From an optimization exercise on the open Yosys and OpenROAD flow, aimed at small area, a short achievable clock period and few clock cycles per item; shortcuts taken in it are not production practice. Where RTL was checked, it was by simulation tests only, not by an equivalence proof against the original. Only the layout flow was run in run 3; the RTL was not checked for function there.

## flow/design.v (module list and top-level ports; edited modules follow where they fit)
// module slot_sbox: 131 lines
// module slot_x2: 3 lines
// module slot_aes_round: 52 lines
// module slot_mixcol: 25 lines
// module slot_xtime: 10 lines
// module slot_xv: 12 lines
// module slot_seal: 164 lines
// module slot_crc_step: 185 lines
// module slot_crc_t: 462 lines
module slot_seal (
    input  wire         clk,
    input  wire         rst,          
    input  wire         start,
    input  wire [127:0] key,
    input  wire [511:0] slot,
    input  wire [31:0]  generation,
    input  wire [15:0]  index,
    output wire         ready,
    output reg          done,
    output wire [63:0]  tag,
    output wire [31:0]  crc,
    output wire         tag_ok,
    output reg          crc_ok
);
  // ...
==> flow/flow/run.sh <==
#!/bin/bash
# Layout: the standard flow (standard.sh), with every input and output
# port buffered by the smallest buffer, sky130_fd_sc_hd__buf_1, instead of
# the cell buffer_ports picks by default. Everything else is unchanged.
set -euo pipefail
export BUFFER_PORTS_ARGS="-buffer_cell sky130_fd_sc_hd__buf_1"
bash standard.sh > standard.log 2>&1
==> flow/standard.sh <==
#!/bin/bash
# synth_recipe.tcl (not shown) runs the flow's synth.tcl, then flattens the netlist and writes it again
# the make line also repeats each setting of config.mk as NAME=value (left out here)
make -C /OpenROAD-flow-scripts/flow DESIGN_CONFIG=/design/flow/config.mk WORK_HOME=/design/flow/orfs CLKGATE_MAP_FILE= SYNTH_SCRIPT=/design/flow/synth_recipe.tcl "${@:-finish}"
==> flow/config.mk <==
export PLATFORM = sky130hd
export DESIGN_NAME = slot_seal
export DESIGN_NICKNAME = slot_seal
export VERILOG_FILES = /design/flow/design.v
export SDC_FILE = /design/flow/constraint.sdc
export NUM_CORES = 8
export LEC_CHECK = 0
export CAP_MARGIN = 20
export CORE_MARGIN = 2
export CORE_UTILIZATION = 40
export PLACE_DENSITY = 0.6
export SETUP_SLACK_MARGIN = 3
export SLEW_MARGIN = 20
export SYNTH_HIERARCHICAL = 1
export SYNTH_MINIMUM_KEEP_SIZE = 0
==> flow/constraint.sdc <==
create_clock -name core_clock -period 10.0 [get_ports {clk}]
set_input_delay 2.0000 -clock core_clock [delete_from_list [all_inputs] [get_ports {clk}]]
set_output_delay 2.0000 -clock core_clock [all_outputs]
set_load 0.01 [all_outputs]
==> reports/metrics.csv, run 1 <==
stage,metric,value,unit
outcome,status,no timing/DRC/antenna violations,
grt,grt_pass1_wl,479,mm
placed_design,place.gp.congestion,1.10,
drt,m1WireLength,143,mm
worst_setup_path,cp-start-kind,flip-flop,
clock_network,cts_inserted_buffers,76,
placed_design,dp_cells,9836,
final_layout,nonClkBufAreaFrac,6.52,%
final_layout,seq_cells,567,
run,cap_violations,0,
die,io_pins,791,
synthesis,synth-seq-cells,567,
drt,antenna_left,0,
grt,track_usage,42.2,%
worst_setup_path,crit_fanout,13,
die,die-area,0.167,mm2
die,die_y,408,um
final_layout,area_delta_synth_final,21.1,%
final_layout,nClkBuffers,98,
synthesis,synth_fa_ha_area_share,0.0957,%
clock_network,cts_setup_buffers,19,
grt,grt_max_degree,130,
grt,grt_pass1_vias,54800,
synthesis,ys_types,63,
synthesis,yosys.area_share.simple,11.7,%
synthesis,synth_top_family_by_area,XOR/XNOR gates,
sta,fin_skew,48.5,ps
synthesis,synth_edf_count,276,
min_path,holdPathEnd,kvalid,
synthesis,seq_area_frac_synth,21.6,%
sta,rsz0062_at_grt,true,
worst_setup_path,critPathLaunch,blk[2],
placed_design,placed_cell_area,0.0694,mm2
drt,drt-vias-per-instance,5.71,
sta,setup_ws,2930,ps
Testbench counts, summed over its fixed seeds: cycles 54,118, items 1,280.
==> inputs of run 2 (changes only) <==
==> flow/run.sh (new file) <==
#!/bin/bash
# synth_recipe.tcl (not shown) runs the flow's synth.tcl, then flattens the netlist and writes it again
# the make line also repeats each setting of config.mk as NAME=value (left out here)
make -C /OpenROAD-flow-scripts/flow DESIGN_CONFIG=/design/flow/config.mk WORK_HOME=/design/flow/orfs CLKGATE_MAP_FILE= SYNTH_SCRIPT=/design/flow/synth_recipe.tcl finish
removed: flow/flow/run.sh
removed: flow/standard.sh
==> reports/metrics.csv, run 2 <==
stage,metric,value,unit,change
run,cap_violations,0,,unchanged
sta,hold_viol,0,,
synthesis,yosys-top-cells-area,"xor2_1 (47%), edfxtp_1 (13%), dfxtp_1 (8.9%), and2_1 (5.8%), xnor2_1 (3.2%)",,
grt,met1_usage,58.1,%,
synthesis,synth_cells,7194,,
worst_setup_path,worstPathRequired,10650,ps,
drt,drc,0,,
synthesis,synth_most_common_cell,xor2_1,,
final_layout,area_delta_synth_final,36.5,%,
clock_network,path_clk_slew,70,ps,
sta,slew_viol_final,0,,
drt,routedWlPerCell,37.1,um,
worst_setup_path,cp-end-kind,flip-flop,,
worst_setup_path,crit_chain,inv_1 -> nand2_1 -> nor2_4 -> buf_4 -> buf_4 -> a222oi_1 -> a21oi_1 -> a2111oi_1 -> buf_4 -> a31oi_1 -> xor2_1 -> xor2_1 -> buf_4 -> xor2_1 -> xor2_1 -> xor2_1 -> nand2_1 -> nand3_1,,
synthesis,yosysWarnings,7,,
drt,drt-vias-per-instance,5.68,,-0.69%
synthesis,synth_top_area_share,47.5,%,
drt,totalWireLength,387,mm,
grt,grt_overflow,0,,
grt,antenna_found_initial,38,,
die,io_pins,791,,unchanged
synthesis,synthTopCellsByCount,"xor2_1 (3543), and2_1 (607), nand2_1 (559)",,
sta,fmax,0.139,GHz,
die,coreArea,0.162,mm2,
final_layout,drive_gt1_share,20.1,%,
drt,drt_iter0_markers,8194,,
worst_setup_path,cp_common_cell,xor2_1,,
synthesis,synth_edf_count,276,,unchanged
die,rows,148,,
clock_network,cts_tree,yes,,
worst_setup_path,arrival,7850,ps,
die,die-area,0.167,mm2,unchanged
final_layout,final_cell_mix,"xor2_1 (2842), clkdlybuf4s50_1 (709), and2_1 (607), nand2_1 (558), buf_4 (492)",,
worst_setup_path,rrSetupSlack,2800,ps,
sta,slew_headroom,15.8,%,
outcome,status,no timing/DRC/antenna violations,,
drt,antenna_left,0,,unchanged
sta,post-route-min-period,7200,ps,
placed_design,io_buffers,790,,
synthesis,synth-main-ff-cell,dfxtp_1,,
sta,finalSetupTns,0,ps,
worst_setup_path,slowest_stage,a21oi_1,,
sta,setup_ws,2800,ps,-134 ps
worst_setup_path,path_class,reg2reg,,
final_layout,final_cells,10400,,
grt,grt_pass1_wl,503,mm,+5.1%
placed_design,pre_cts_ws,1740,ps,
grt,busiest_layer,met2,,
sta,rsz0062_at_grt,true,,
placed_design,hpwlAfterDp,325,mm,
clock_network,numClockSinks,567,,
final_layout,layout_commonest_cell,xor2_1,,
drt,vias,59200,,
clock_network,clock_latency,740,ps,
final_layout,fin_nets,8874,,
synthesis,synth_top_cell_by_area,xor2_1,,
placed_design,place.gp.congestion,1.07,,-2.2%
placed_design,dp_cells,9852,,+0.16%
synthesis,avgSynthCellArea,9.08,um2,
final_layout,final_util,54.9,%,
grt,met3_usage,12.1,%,
die,die_y,408,um,unchanged
sta,post-route-period-util,72.0,%,
synthesis,synth-seq-cells,567,,unchanged
die,start_util,40.2,%,
synthesis,seq_area_frac_synth,21.6,%,unchanged
synthesis,syn_area,0.0653,mm2,
sta,holdWs,485,ps,
clock_network,h-tree-depth,3,,
grt,grt_max_degree,180,,+38%
synthesis,ys_types,63,,unchanged
clock_network,cts_inserted_buffers,76,,unchanged
worst_setup_path,cpPeakStageDelay,780,ps,
clock_network,clockBufferDepth,3,,
min_path,hp-class,reg2reg,,
clock_network,clockRootBuffer,clkbuf_16,,
drt,drt_first_pass_iters,9,,
final_layout,n_fill_cell,14800,,
sta,fin_skew,40.0,ps,-8.46 ps
worst_setup_path,crit_fanout,36,,+23
synthesis,synthArstFlopShare,0,%,
grt,grt_pass1_vias,56600,,+3.2%
worst_setup_path,cp-start-kind,flip-flop,,
grt,track_usage,44.5,%,+2.2 points
sta,finalSetupViolCount,0,,
die,die_w,408,um,
grt,use_met2,64.5,%,
sta,worst_slew_pin_slew,1250,ps,
## run 2: changes by cell type in the layout (fill, tap and decap cells not counted), moves of 14 or more
cell / delta
mux2_2: -53
dlygate4sd2_1: +52
xor2_2: +79
buf_1: -780
clkdlybuf4s50_1: +709
xnor2_2: -16
xor2_4: +99
xor2_1: -178
dfxtp_2: +16
buf_12: +37
dlymetal6s2s_1: +20
dfxtp_1: -14
mux2_4: +53
buf_4: +245
## run 2: layout make-up
type	count	area, um2	area share (%)
diodes	23	57.6	0.0645
repair buffers	1350	12800	14.3
flip-flops and latches	567	14200	16.0
multi-input cells	6106	56700	63.5
well taps	2175	2720	3.05
clock buffers	104	2120	2.38
inverters	77	289	0.324
clock inverters	36	353	0.396
## run 2: cells by family (layout without fill, tap and decap cells)
| family | Yosys count | count (layout) | share of synthesized area [%] |
|---|---|---|---|
| AOI/OAI and AO/OA | 663 | 663 | 7.97 |
| xor gates and xnor gates | 3785 | 3785 | 50.7 |
| adders and majority gates | 5 | 5 | 0.0957 |
| buffers and inverters | 521 | 1567 | 4.71 |
| DFF | 567 | 567 | 21.6 |
| muxes | 193 | 193 | 3.19 |
| other | 0 | 23 | 0 |
| and+or+nand+nor | 1460 | 1460 | 11.7 |
## run 2: final timing paths
| path | from | end | cells after the start |
|---|---|---|---|
| min | kvalid | kvalid | 2 |
| min reg2reg | kvalid | kvalid | 2 |
| max reg2reg | blk[2] | cst[3] | 18 |
| max | blk[2] | cst[3] | 18 |
## run 2: what timing repair did
action,CTS,global route
setup buffers,249,173
resized for setup,709,514
endpoints found under the setup margin,224,216
pin swaps,155,119
gates cloned,0,0
endpoints found under the hold margin,0,0
hold buffers,0,0
## run 2: stage by stage
stage | area (um2)
3_5_place_dp | 74500
4_1_cts | 84100
3_3_place_gp | 74500
6_report | 89200
5_1_grt | 89200
2_1_floorplan | 65400
## run 2: worst max-delay path: cells and delay by family (launching register included)
kind / cells / cell delay (ps)
compound gates: 4 / 1690
xor+xnor: 5 / 1800
buf+inv: 5 / 1840
flops: 1 / 600
simple gates: 4 / 1090
## run 2: metal layers
metal | up-vias | part of all wire (%)
li1 | 24800 | -
met1 | 29400 | 40
met2 | 4051 | 41
met3 | 947 | 11
met4 | 32 | 7.7
met5 | - | 0.065
## run 2: per-module statistics from Yosys, one instance, submodules excluded, excerpt
module         times used  flops+latches  cell area, um2  cells
slot_seal               1            567           28300   2752
slot_sbox              20              0             270     40
slot_crc_step           1              0             240     32
slot_crc_t              1              0             240     32
slot_xtime             16              0            60.1      8
slot_x2              3450              0            8.76      1
==> module slot_aes_round, before the edit <==
module slot_aes_round (
    input  wire [127:0] state_in,    
    input  wire [127:0] rk_in,       
    input  wire [7:0]   rcon,        
    output wire [127:0] sr,          
    output wire [127:0] mc,          
    output wire [127:0] rk_out       
);
    wire [31:0] w0 = rk_in[127:96];
    wire [31:0] w1 = rk_in[95:64];
    wire [31:0] w2 = rk_in[63:32];
    wire [31:0] w3 = rk_in[31:0];
    wire [31:0] rot = {w3[23:0], w3[31:24]};
    wire [31:0] sub;
    slot_sbox ks0 (.a(rot[31:24]), .y(sub[31:24]));
    slot_sbox ks1 (.a(rot[23:16]), .y(sub[23:16]));
    slot_sbox ks2 (.a(rot[15:8]),  .y(sub[15:8]));
    slot_sbox ks3 (.a(rot[7:0]),   .y(sub[7:0]));
    wire [31:0] a0, a1, a2, a3, n0, n1, n2, n3;
    slot_xv #(8)  xrc (.a(w0[31:24]), .b(rcon), .y(a0[31:24]));
    assign a0[23:0] = w0[23:0];
    slot_xv #(32) xa1 (.a(w1), .b(a0), .y(a1));
    slot_xv #(32) xa2 (.a(w2), .b(a1), .y(a2));
    slot_xv #(32) xa3 (.a(w3), .b(a2), .y(a3));
    slot_xv #(32) xn0 (.a(a0), .b(sub), .y(n0));
    slot_xv #(32) xn1 (.a(a1), .b(sub), .y(n1));
    slot_xv #(32) xn2 (.a(a2), .b(sub), .y(n2));
    slot_xv #(32) xn3 (.a(a3), .b(sub), .y(n3));
    assign rk_out = {n0, n1, n2, n3};
    wire [127:0] ark;
    slot_xv #(128) xark (.a(state_in), .b(rk_in), .y(ark));
    wire [127:0] sb;
    genvar i;
    generate
        for (i = 0; i < 16; i = i + 1) begin : g_sub
            slot_sbox sbox (.a(ark[127-8*i -: 8]), .y(sb[127-8*i -: 8]));
        end
    endgenerate
    genvar r, c;
    generate
        for (c = 0; c < 4; c = c + 1) begin : g_col
            for (r = 0; r < 4; r = r + 1) begin : g_row
                assign sr[127-8*(r+4*c) -: 8] = sb[127-8*(r+4*((c+r)%4)) -: 8];
            end
        end
    endgenerate
    generate
        for (c = 0; c < 4; c = c + 1) begin : g_mix
            slot_mixcol mix (.a(sr[127-32*c -: 32]), .y(mc[127-32*c -: 32]));
        end
    endgenerate
endmodule
==> module slot_seal, before the edit <==
module slot_seal (
    input  wire         clk,
    input  wire         rst,          
    input  wire         start,
    input  wire [127:0] key,
    input  wire [511:0] slot,
    input  wire [31:0]  generation,
    input  wire [15:0]  index,
    output wire         ready,
    output reg          done,
    output wire [63:0]  tag,
    output wire [31:0]  crc,
    output wire         tag_ok,
    output reg          crc_ok
);
    function [127:0] to_be(input [127:0] x);
        integer b;
        begin
            for (b = 0; b < 16; b = b + 1)
                to_be[127-8*b -: 8] = x[8*b +: 8];
        end
    endfunction
    function [79:0] to_be80(input [79:0] x);
        integer b;
        begin
            for (b = 0; b < 10; b = b + 1)
                to_be80[79-8*b -: 8] = x[8*b +: 8];
        end
    endfunction
    function [127:0] dbl(input [127:0] x);
        dbl = {x[126:0], 1'b0} ^ (x[127] ? 128'h87 : 128'h0);
    endfunction
    function [7:0] xtime(input [7:0] b);
        xtime = {b[6:0], 1'b0} ^ (b[7] ? 8'h1b : 8'h00);
    endfunction
    reg         busy;     
    reg [127:0] st;       
    reg [127:0] rk;       
    reg [127:0] k2;       
    reg [127:0] ckey;     
    reg         kvalid;   
    reg [7:0]   rc;       
    reg [2:0]   blk;      
    reg [31:0]  cst;      
    reg [7:0]   tag_eq;   
    assign ready = !busy;
    wire         last   = (rc == 8'h36);                   
    wire         early  = !(rc == 8'h1b) && !last;          
    wire [127:0] key_be = to_be(key);
    wire         hit    = kvalid && (ckey == key);
    wire [127:0] m1     = to_be(slot[127:0]);
    wire [127:0] m2     = to_be(slot[255:128]);
    wire [127:0] m3     = to_be(slot[383:256]);
    wire [79:0]  m4d    = to_be80({index, generation, slot[415:384]});
    wire [127:0] m4;
    slot_xv #(80) xm4 (.a(m4d), .b(k2[127:48]), .y(m4[127:48]));
    assign m4[47:0] = {~k2[47], k2[46:0]};
    wire [127:0] sr, mc, rk_next;
    slot_aes_round u_round (
        .state_in (st),
        .rk_in    (rk),
        .rcon     (rc),
        .sr       (sr),
        .mc       (mc),
        .rk_out   (rk_next)
    );
    wire sel1 = (blk == 3'd1) &&  early;
    wire sel2 = ((blk == 3'd1) && !early) || ((blk == 3'd2) && early);
    wire sel3 = ((blk == 3'd2) && !early) || ((blk == 3'd3) && early);
    wire sel4 = (blk == 3'd3) && !early;
    wire [127:0] nxt = ({128{sel1}} & m1) | ({128{sel2}} & m2) |
                       ({128{sel3}} & m3) | ({128{sel4}} & m4);
    wire [127:0] knx, blk_out;
    slot_xv #(128) xknx (.a(rk_next), .b(nxt), .y(knx));
    slot_xv #(128) xbo  (.a(sr), .b(knx), .y(blk_out));
    wire [63:0] last_tag;
    genvar j;
    generate
        for (j = 0; j < 8; j = j + 1) begin : g_tag
            assign tag[8*j +: 8]      = st[127-8*j -: 8];
            assign last_tag[8*j +: 8] = blk_out[127-8*j -: 8];
        end
    endgenerate
    wire [31:0] t_of, crc_raw;
    slot_crc_t u_crct (.t(busy ? slot[479:416] : tag), .y(t_of));
    slot_xv #(32) xcrc (.a(cst), .b(t_of), .y(crc_raw));
    assign crc = ~crc_raw;
    reg [15:0] cword;
    always @(*) begin
        if (blk == 3'd4)
            cword = (rc == 8'h01) ? slot[399:384] :
                    (rc == 8'h02) ? slot[415:400] : 16'h0;
        else
            case (rc)
                8'h01:   cword = {nxt[119:112], nxt[127:120]};
                8'h02:   cword = {nxt[103:96],  nxt[111:104]};
                8'h04:   cword = {nxt[87:80],   nxt[95:88]};
                8'h08:   cword = {nxt[71:64],   nxt[79:72]};
                8'h10:   cword = {nxt[55:48],   nxt[63:56]};
                8'h20:   cword = {nxt[39:32],   nxt[47:40]};
                8'h40:   cword = {nxt[23:16],   nxt[31:24]};
                default: cword = {nxt[7:0],     nxt[15:8]};
            endcase
    end
    wire crc_run = (blk == 3'd4) ? (early && !rc[6] && !rc[7]) : ((blk != 3'd0) && early);
    wire [31:0] cst_next;
    slot_crc_step u_crcs (.c(cst), .w(cword), .y(cst_next));
    always @(posedge clk) begin
        if (!busy) begin
            st  <= hit ? m1 : 128'h0;
            rk  <= key_be;
            cst <= 32'hFFFFFFFF;
        end else begin
            if (!last)
                st <= mc;
            else if (blk == 3'd0)
                st <= m1;
            else
                st <= blk_out;
            rk <= last ? key_be : rk_next;
            if (crc_run)
                cst <= cst_next;
        end
    end
    assign tag_ok = &tag_eq;
    integer b;
    always @(posedge clk) begin
        if (busy && last && blk == 3'd0) begin
            k2   <= dbl(dbl(blk_out));
            ckey <= key;
        end
        if (busy && blk == 3'd4 && rc == 8'h40)
            crc_ok <= (crc == slot[511:480]);
        if (busy && blk == 3'd4 && last)
            for (b = 0; b < 8; b = b + 1)
                tag_eq[b] <= (last_tag[8*b +: 8] == slot[416+8*b +: 8]);
    end
    always @(posedge clk) begin
        if (rst) begin
            busy   <= 1'b0;
            done   <= 1'b0;
            kvalid <= 1'b0;
        end else begin
            done <= 1'b0;
            if (!busy) begin
                rc <= 8'h01;
                blk <= hit ? 3'd1 : 3'd0;
                if (start)
                    busy <= 1'b1;
            end else if (!last) begin
                rc <= xtime(rc);
            end else begin
                rc <= 8'h01;
                blk <= blk + 3'd1;
                if (blk == 3'd0)
                    kvalid <= 1'b1;
                if (blk == 3'd4) begin
                    done <= 1'b1;
                    busy <= 1'b0;
                end
            end
        end
    end
endmodule
==> inputs of run 3 (changes only) <==
--- a/flow/design.v
+++ b/flow/design.v
@@ -150,16 +150,16 @@
     slot_sbox ks1 (.a(rot[23:16]), .y(sub[23:16]));
     slot_sbox ks2 (.a(rot[15:8]),  .y(sub[15:8]));
     slot_sbox ks3 (.a(rot[7:0]),   .y(sub[7:0]));
-    wire [31:0] a0, a1, a2, a3, n0, n1, n2, n3;
+    wire [31:0] a0, a1, b2, b3, n0, n1, n2, n3;
     slot_xv #(8)  xrc (.a(w0[31:24]), .b(rcon), .y(a0[31:24]));
     assign a0[23:0] = w0[23:0];
     slot_xv #(32) xa1 (.a(w1), .b(a0), .y(a1));
-    slot_xv #(32) xa2 (.a(w2), .b(a1), .y(a2));
-    slot_xv #(32) xa3 (.a(w3), .b(a2), .y(a3));
+    slot_xv #(32) xb2 (.a(w2), .b(w1), .y(b2));
+    slot_xv #(32) xb3 (.a(w3), .b(w2), .y(b3));
     slot_xv #(32) xn0 (.a(a0), .b(sub), .y(n0));
     slot_xv #(32) xn1 (.a(a1), .b(sub), .y(n1));
-    slot_xv #(32) xn2 (.a(a2), .b(sub), .y(n2));
-    slot_xv #(32) xn3 (.a(a3), .b(sub), .y(n3));
+    slot_xv #(32) xn2 (.a(b2), .b(n0), .y(n2));
+    slot_xv #(32) xn3 (.a(b3), .b(n1), .y(n3));
     assign rk_out = {n0, n1, n2, n3};
     wire [127:0] ark;
     slot_xv #(128) xark (.a(state_in), .b(rk_in), .y(ark));
@@ -243,7 +243,7 @@
     output reg          done,
     output wire [63:0]  tag,
     output wire [31:0]  crc,
-    output wire         tag_ok,
+    output reg          tag_ok,
     output reg          crc_ok
 );
     function [127:0] to_be(input [127:0] x);
@@ -253,18 +253,23 @@
                 to_be[127-8*b -: 8] = x[8*b +: 8];
         end
     endfunction
-    function [79:0] to_be80(input [79:0] x);
-        integer b;
-        begin
-            for (b = 0; b < 10; b = b + 1)
-                to_be80[79-8*b -: 8] = x[8*b +: 8];
-        end
-    endfunction
     function [127:0] dbl(input [127:0] x);
         dbl = {x[126:0], 1'b0} ^ (x[127] ? 128'h87 : 128'h0);
     endfunction
-    function [7:0] xtime(input [7:0] b);
-        xtime = {b[6:0], 1'b0} ^ (b[7] ? 8'h1b : 8'h00);
+    function [7:0] rcon_of(input [3:0] r);
+        case (r)
+            4'd1:    rcon_of = 8'h01;
+            4'd2:    rcon_of = 8'h02;
+            4'd3:    rcon_of = 8'h04;
+            4'd4:    rcon_of = 8'h08;
+            4'd5:    rcon_of = 8'h10;
+            4'd6:    rcon_of = 8'h20;
+            4'd7:    rcon_of = 8'h40;
+            4'd8:    rcon_of = 8'h80;
+            4'd9:    rcon_of = 8'h1b;
+            4'd10:   rcon_of = 8'h36;
+            default: rcon_of = 8'h00;
+        endcase
     endfunction
     reg         busy;     
     reg [127:0] st;       
@@ -272,103 +277,58 @@
     reg [127:0] k2;       
     reg [127:0] ckey;     
     reg         kvalid;   
-    reg [7:0]   rc;       
+    reg [3:0]   rnd;      
     reg [2:0]   blk;      
+    reg [4:0]   cidx;     
     reg [31:0]  cst;      
-    reg [7:0]   tag_eq;   
     assign ready = !busy;
-    wire         last   = (rc == 8'h36);                   
-    wire         early  = !(rc == 8'h1b) && !last;          
+    wire         last   = (rnd == 4'd10);
     wire [127:0] key_be = to_be(key);
     wire         hit    = kvalid && (ckey == key);
     wire [127:0] m1     = to_be(slot[127:0]);
     wire [127:0] m2     = to_be(slot[255:128]);
     wire [127:0] m3     = to_be(slot[383:256]);
-    wire [79:0]  m4d    = to_be80({index, generation, slot[415:384]});
+    wire [127:0] m4p    = to_be({40'h0, 8'h80, index, generation, slot[415:384]});
     wire [127:0] m4;
-    slot_xv #(80) xm4 (.a(m4d), .b(k2[127:48]), .y(m4[127:48]));
-    assign m4[47:0] = {~k2[47], k2[46:0]};
+    slot_xv #(128) xm4 (.a(m4p), .b(k2), .y(m4));
     wire [127:0] sr, mc, rk_next;
     slot_aes_round u_round (
         .state_in (st),
         .rk_in    (rk),
-        .rcon     (rc),
+        .rcon     (rcon_of(rnd)),
         .sr       (sr),
         .mc       (mc),
         .rk_out   (rk_next)
     );
-    wire sel1 = (blk == 3'd1) &&  early;
-    wire sel2 = ((blk == 3'd1) && !early) || ((blk == 3'd2) && early);
-    wire sel3 = ((blk == 3'd2) && !early) || ((blk == 3'd3) && early);
-    wire sel4 = (blk == 3'd3) && !early;
-    wire [127:0] nxt = ({128{sel1}} & m1) | ({128{sel2}} & m2) |
-                       ({128{sel3}} & m3) | ({128{sel4}} & m4);
-    wire [127:0] knx, blk_out;
+    reg [127:0] nxt;
+    always @(*) begin
+        case (blk)
+            3'd1:    nxt = m2;
+            3'd2:    nxt = m3;
+            3'd3:    nxt = m4;
+            default: nxt = 128'h0;
+        endcase
+    end
+    wire [127:0] knx, last_out, blk_out;
     slot_xv #(128) xknx (.a(rk_next), .b(nxt), .y(knx));
-    slot_xv #(128) xbo  (.a(sr), .b(knx), .y(blk_out));
+    slot_xv #(128) xlo  (.a(sr), .b(rk_next), .y(last_out));    
+    slot_xv #(128) xbo  (.a(sr), .b(knx), .y(blk_out));         
     wire [63:0] last_tag;
     genvar j;
     generate
         for (j = 0; j < 8; j = j + 1) begin : g_tag
             assign tag[8*j +: 8]      = st[127-8*j -: 8];
-            assign last_tag[8*j +: 8] = blk_out[127-8*j -: 8];
+            assign last_tag[8*j +: 8] = last_out[127-8*j -: 8];
         end
     endgenerate
     wire [31:0] t_of, crc_raw;
     slot_crc_t u_crct (.t(busy ? slot[479:416] : tag), .y(t_of));
     slot_xv #(32) xcrc (.a(cst), .b(t_of), .y(crc_raw));
     assign crc = ~crc_raw;
-    reg [15:0] cword;
-    always @(*) begin
-        if (blk == 3'd4)
-            cword = (rc == 8'h01) ? slot[399:384] :
-                    (rc == 8'h02) ? slot[415:400] : 16'h0;
-        else
-            case (rc)
-                8'h01:   cword = {nxt[119:112], nxt[127:120]};
-                8'h02:   cword = {nxt[103:96],  nxt[111:104]};
-                8'h04:   cword = {nxt[87:80],   nxt[95:88]};
-                8'h08:   cword = {nxt[71:64],   nxt[79:72]};
-                8'h10:   cword = {nxt[55:48],   nxt[63:56]};
-                8'h20:   cword = {nxt[39:32],   nxt[47:40]};
-                8'h40:   cword = {nxt[23:16],   nxt[31:24]};
-                default: cword = {nxt[7:0],     nxt[15:8]};
-            endcase
-    end
-    wire crc_run = (blk == 3'd4) ? (early && !rc[6] && !rc[7]) : ((blk != 3'd0) && early);
+    wire [15:0] cword = (cidx < 5'd26) ? slot[16*cidx +: 16] : 16'h0;
     wire [31:0] cst_next;
     slot_crc_step u_crcs (.c(cst), .w(cword), .y(cst_next));
     always @(posedge clk) begin
-        if (!busy) begin
-            st  <= hit ? m1 : 128'h0;
-            rk  <= key_be;
-            cst <= 32'hFFFFFFFF;
-        end else begin
-            if (!last)
-                st <= mc;
-            else if (blk == 3'd0)
-                st <= m1;
-            else
-                st <= blk_out;
-            rk <= last ? key_be : rk_next;
-            if (crc_run)
-                cst <= cst_next;
-        end
-    end
-    assign tag_ok = &tag_eq;
-    integer b;
-    always @(posedge clk) begin
-        if (busy && last && blk == 3'd0) begin
-            k2   <= dbl(dbl(blk_out));
-            ckey <= key;
-        end
-        if (busy && blk == 3'd4 && rc == 8'h40)
-            crc_ok <= (crc == slot[511:480]);
-        if (busy && blk == 3'd4 && last)
-            for (b = 0; b < 8; b = b + 1)
-                tag_eq[b] <= (last_tag[8*b +: 8] == slot[416+8*b +: 8]);
-    end
-    always @(posedge clk) begin
         if (rst) begin
             busy   <= 1'b0;
             done   <= 1'b0;
@@ -376,20 +336,43 @@
         end else begin
             done <= 1'b0;
             if (!busy) begin
-                rc <= 8'h01;
-                blk <= hit ? 3'd1 : 3'd0;
+                st   <= hit ? m1 : 128'h0;
+                rk   <= key_be;
+                rnd  <= 4'd1;
+                blk  <= hit ? 3'd1 : 3'd0;
+                cidx <= 5'd0;
+                cst  <= 32'hFFFFFFFF;
                 if (start)
                     busy <= 1'b1;
-            end else if (!last) begin
-                rc <= xtime(rc);
             end else begin
-                rc <= 8'h01;
-                blk <= blk + 3'd1;
-                if (blk == 3'd0)
-                    kvalid <= 1'b1;
-                if (blk == 3'd4) begin
-                    done <= 1'b1;
-                    busy <= 1'b0;
+                if (cidx < 5'd30) begin
+                    cst  <= cst_next;
+                    cidx <= cidx + 5'd1;
+                end else if (cidx == 5'd30) begin
+                    crc_ok <= (crc == slot[511:480]);
+                    cidx   <= 5'd31;
+                end
+                if (!last) begin
+                    st  <= mc;
+                    rk  <= rk_next;
+                    rnd <= rnd + 4'd1;
+                end else begin
+                    rk  <= key_be;
+                    rnd <= 4'd1;
+                    blk <= blk + 3'd1;
+                    if (blk == 3'd0) begin
+                        k2     <= dbl(dbl(last_out));
+                        ckey   <= key;
+                        kvalid <= 1'b1;
+                        st     <= m1;
+                    end else begin
+                        st <= blk_out;
+                    end
+                    if (blk == 3'd4) begin
+                        tag_ok <= (last_tag == slot[479:416]);
+                        done   <= 1'b1;
+                        busy   <= 1'b0;
+                    end
                 end
             end
         end
--- a/flow/config.mk
+++ b/flow/config.mk
@@ -7,9 +7,8 @@
 export LEC_CHECK = 0
 export CAP_MARGIN = 20
 export CORE_MARGIN = 2
-export CORE_UTILIZATION = 40
-export PLACE_DENSITY = 0.6
-export SETUP_SLACK_MARGIN = 3
+export CORE_UTILIZATION = 25
+export PLACE_DENSITY = 0.5
 export SLEW_MARGIN = 20
 export SYNTH_HIERARCHICAL = 1
 export SYNTH_MINIMUM_KEEP_SIZE = 0
==> reports/metrics.csv, run 3 <==
stage,metric,value,unit,change
outcome,status,no timing/DRC/antenna violations,,
drt,drt_iter0_markers,7897,,-3.6%
worst_setup_path,rrSetupSlack,960,ps,-1840 ps
final_layout,drive_gt1_share,7.78,%,-12 points
sta,post-route-period-util,91.5,%,+19 points
sta,worst_slew_pin_slew,1320,ps,+67.0 ps
die,coreArea,0.283,mm2,+74%
clock_network,cts_hold_buffers,0,,unchanged
placed_design,io_buffers,790,,unchanged
min_path,holdPathEnd,kvalid,,
clock_network,h-tree-depth,3,,unchanged
synthesis,avgSynthCellArea,9.68,um2,+6.5%
sta,slew_viol_final,0,,unchanged
synthesis,synthArstFlopShare,0,%,unchanged
synthesis,synth_cells,7343,,+2.1%
clock_network,numClockSinks,569,,+0.35%
drt,routedWlPerCell,39.4,um,+6.4%
clock_network,cts_inserted_buffers,80,,+5.3%
worst_setup_path,worstPathRequired,8000,ps,-2650 ps
worst_setup_path,crit_chain,clkdlybuf4s50_1 -> mux2_2 -> xor2_1 -> xor2_1 -> xor2_1 -> xor2_1 -> xor2_1 -> xor2_1 -> xor2_1 -> inv_1 -> clkdlybuf4s50_1,,
worst_setup_path,arrival,7150,ps,-700 ps
synthesis,synthTopCellsByCount,"xor2_1 (3777), nand2_1 (618), and2_1 (602)",,
synthesis,synth_edf_count,558,,+100%
worst_setup_path,crit_fanout,5,,-86%
clock_network,cts_tree,yes,,
die,rows,195,,+32%
sta,slew_headroom,12.2,%,-3.6 points
final_layout,final_cell_mix,"xor2_1 (3751), clkdlybuf4s50_1 (790), nand2_1 (617), and2_1 (601), edfxtp_1 (558)",,
clock_network,cts_resized,0,,-100%
synthesis,synth-main-ff-cell,edfxtp_1,,
worst_setup_path,cp_common_cell,xor2_1,,
run,cap_violations,0,,unchanged
die,die_y,537,um,+32%
worst_setup_path,path_class,in2out,,
min_path,whs_path_depth,1,,-1
worst_setup_path,cpPeakStageDelay,900,ps,+120 ps
worst_setup_path,slowest_stage,clkdlybuf4s50_1,,
synthesis,synth_top_area_share,46.6,%,-0.93 points
grt,grt_pass1_vias,58700,,+3.8%
grt,antenna_found_initial,95,,+150%
die,start_util,25.1,%,-15 points
drt,totalWireLength,470,mm,+22%
worst_setup_path,rr_worst_depth,22,,+4
grt,grt_overflow,0,,unchanged
drt,vias,60900,,+2.9%
sta,fmax,0.109,GHz,-21%
final_layout,area_delta_synth_final,21.4,%,
die,io_pins,791,,unchanged
clock_network,clock_latency,760,ps,+20 ps
placed_design,dp_cells,11700,,+19%
drt,antenna_left,0,,unchanged
min_path,min_from,kvalid,,
sta,finalSetupTns,0,ps,unchanged
grt,grt_max_degree,154,,-14%
sta,holdWs,463,ps,-22.5 ps
clock_network,clockRootBuffer,clkbuf_16,,
synthesis,yosys-top-cells-area,"xor2_1 (47%), edfxtp_1 (24%), and2_1 (5.3%), mux4_2 (5.1%), nand2_1 (3.3%)",,
grt,use_met2,47.8,%,-17 points
grt,busiest_layer,met2,,
synthesis,synth_most_common_cell,xor2_1,,
synthesis,synth-seq-cells,569,,+0.35%
synthesis,syn_area,0.0710,mm2,+8.7%
worst_setup_path,reg2reg_from,rk[47],,
synthesis,yosysWarnings,7,,unchanged
drt,drt-vias-per-instance,5.11,,-9.9%
synthesis,ys_types,46,,-27%
grt,met1_usage,39.3,%,-19 points
synthesis,seq_area_frac_synth,23.9,%,+2.3 points
worst_setup_path,cp-end-kind,output pin,,
placed_design,hpwlAfterDp,407,mm,+25%
sta,hold_viol,0,,unchanged
worst_setup_path,cp-start-kind,input port,,
sta,fin_skew,69.6,ps,+29.6 ps
die,die_w,537,um,+32%
grt,track_usage,31.4,%,-13 points
drt,drc,0,,unchanged
placed_design,place.gp.congestion,1.04,,-3.3%
final_layout,fin_nets,8763,,-1.3%
final_layout,final_cells,11900,,+14%
clock_network,path_clk_slew,60,ps,about the same
sta,rsz0062_at_grt,false,,
clock_network,cts_setup_buffers,0,,-100%
sta,finalSetupViolCount,0,,unchanged
sta,post-route-min-period,9150,ps,+1950 ps
final_layout,layout_commonest_cell,xor2_1,,
worst_setup_path,worst_r2r_endpoint,tag_ok,,
grt,grt_pass1_wl,592,mm,+18%
grt,met3_usage,6.82,%,-5.3 points
synthesis,synth_top_cell_by_area,xor2_1,,
final_layout,final_util,30.5,%,-24 points
clock_network,clockBufferDepth,3,,unchanged
die,die-area,0.288,mm2,+73%
min_path,hp-class,reg2reg,,
drt,drt_first_pass_iters,9,,unchanged
run 3: cell count changes after synthesis, sizes merged, moves of 59 or more:
cell    delta
a22oi     +83
edfxtp   +282
nand2     +59
mux4     +160
dfxtp    -280
a22o     -129
xor2     +234
inv      +124
run 3: per-layer routing:
layer / wire length [um] / up-vias
met5: 241 / -
met1: 188000 / 30900
met2: 204000 / 3806
met4: 37600 / 38
li1: - / 25400
met3: 39600 / 882
run 3: worst max-delay path, delay by kind of cell:
family	cells	cell delay, ps
buf+inv	3	1460
xor+xnor	7	3140
mux	1	510
run 3: worst max-delay path by stage:
stage | from | to | slack (ps)
finish | slot[479] | crc[31] | 850
detailed placement | slot[450] | crc[29] | 1030
global placement | slot[450] | crc[29] | 890
CTS | slot[450] | crc[29] | 1020
floorplan | rst | ckey[0] | 1180
global route | rk[47] | tag_ok | 770
run 3: metrics by stage:
| step | instance area (um2) | setup WS [ps] |
|---|---|---|
| 5_1_grt | 86100 | 765 |
| 2_1_floorplan | 71200 | 1180 |
| 3_3_place_gp | 83200 | 889 |
| 3_5_place_dp | 83300 | 1030 |
| 6_report | 86200 | 854 |
| 4_1_cts | 86100 | 1020 |
run 3: final cells by class:
cell class / instances / area, um2
tap: 3743 / 4680
clock inverter: 45 / 583
fill: 29600 / 196000
sequential: 569 / 17000
multi-input combinational: 6181 / 51100
inverter: 202 / 766
clock buffer: 103 / 2200
timing repair buffer: 1026 / 9750
antenna: 50 / 125
run 3: cell families after synthesis:
| family | Yosys count | share of synthesized area, % |
|---|---|---|
| simple gates | 1460 | 10.6 |
| other cells | 2 | 0.0106 |
| fa+ha+maj | 12 | 0.211 |
| flops | 569 | 23.9 |
| mux | 242 | 6.34 |
| compound gates | 453 | 5.22 |
| xor+xnor | 3966 | 48.9 |
| buf+inv | 639 | 4.86 |
run 3: Yosys stat by module (local to each module, per instance), a selection:
module,flops+latches,times used,cell area (um2)
slot_seal,569,1,32400
slot_crc_t,0,1,240
slot_sbox,0,20,270
slot_x2,0,3626,8.76
slot_crc_step,0,1,240
slot_xtime,0,16,60.1

-- re-timing with driven ports --
How much do the figures lean on ideal ports? The routed layouts below were timed once more, with nothing changed but the port constraints.
Step 1 assumes that a clkbuf_16 drives the clock port and a buf_2 every other input.
Step 2 moves the port delays by t, midway between the first and last clock arrival at a register: inputs arrive t later, outputs are due t later. That takes back most of the time a late clock gives input paths.
Three values: no drivers, after step 1, after step 2; two values: the first two.
run | t (ns) | slack for setup (ns) | clock arrival spread, ns
run 1 | 0.837 | 2.934 / 2.934 / 2.845 | 0.049 / 0.049
run 2 | 0.813 | 2.800 / 2.800 / 2.555 | 0.041 / 0.040
run 3 | 0.818 | 0.854 / 0.816 / 0.816 | 0.069 / 0.070
After both steps setup and hold are still met in every run listed. The setup slack of run 2, which loses most, moves by 0.000 ns with the drivers and by -0.245 ns with both steps.
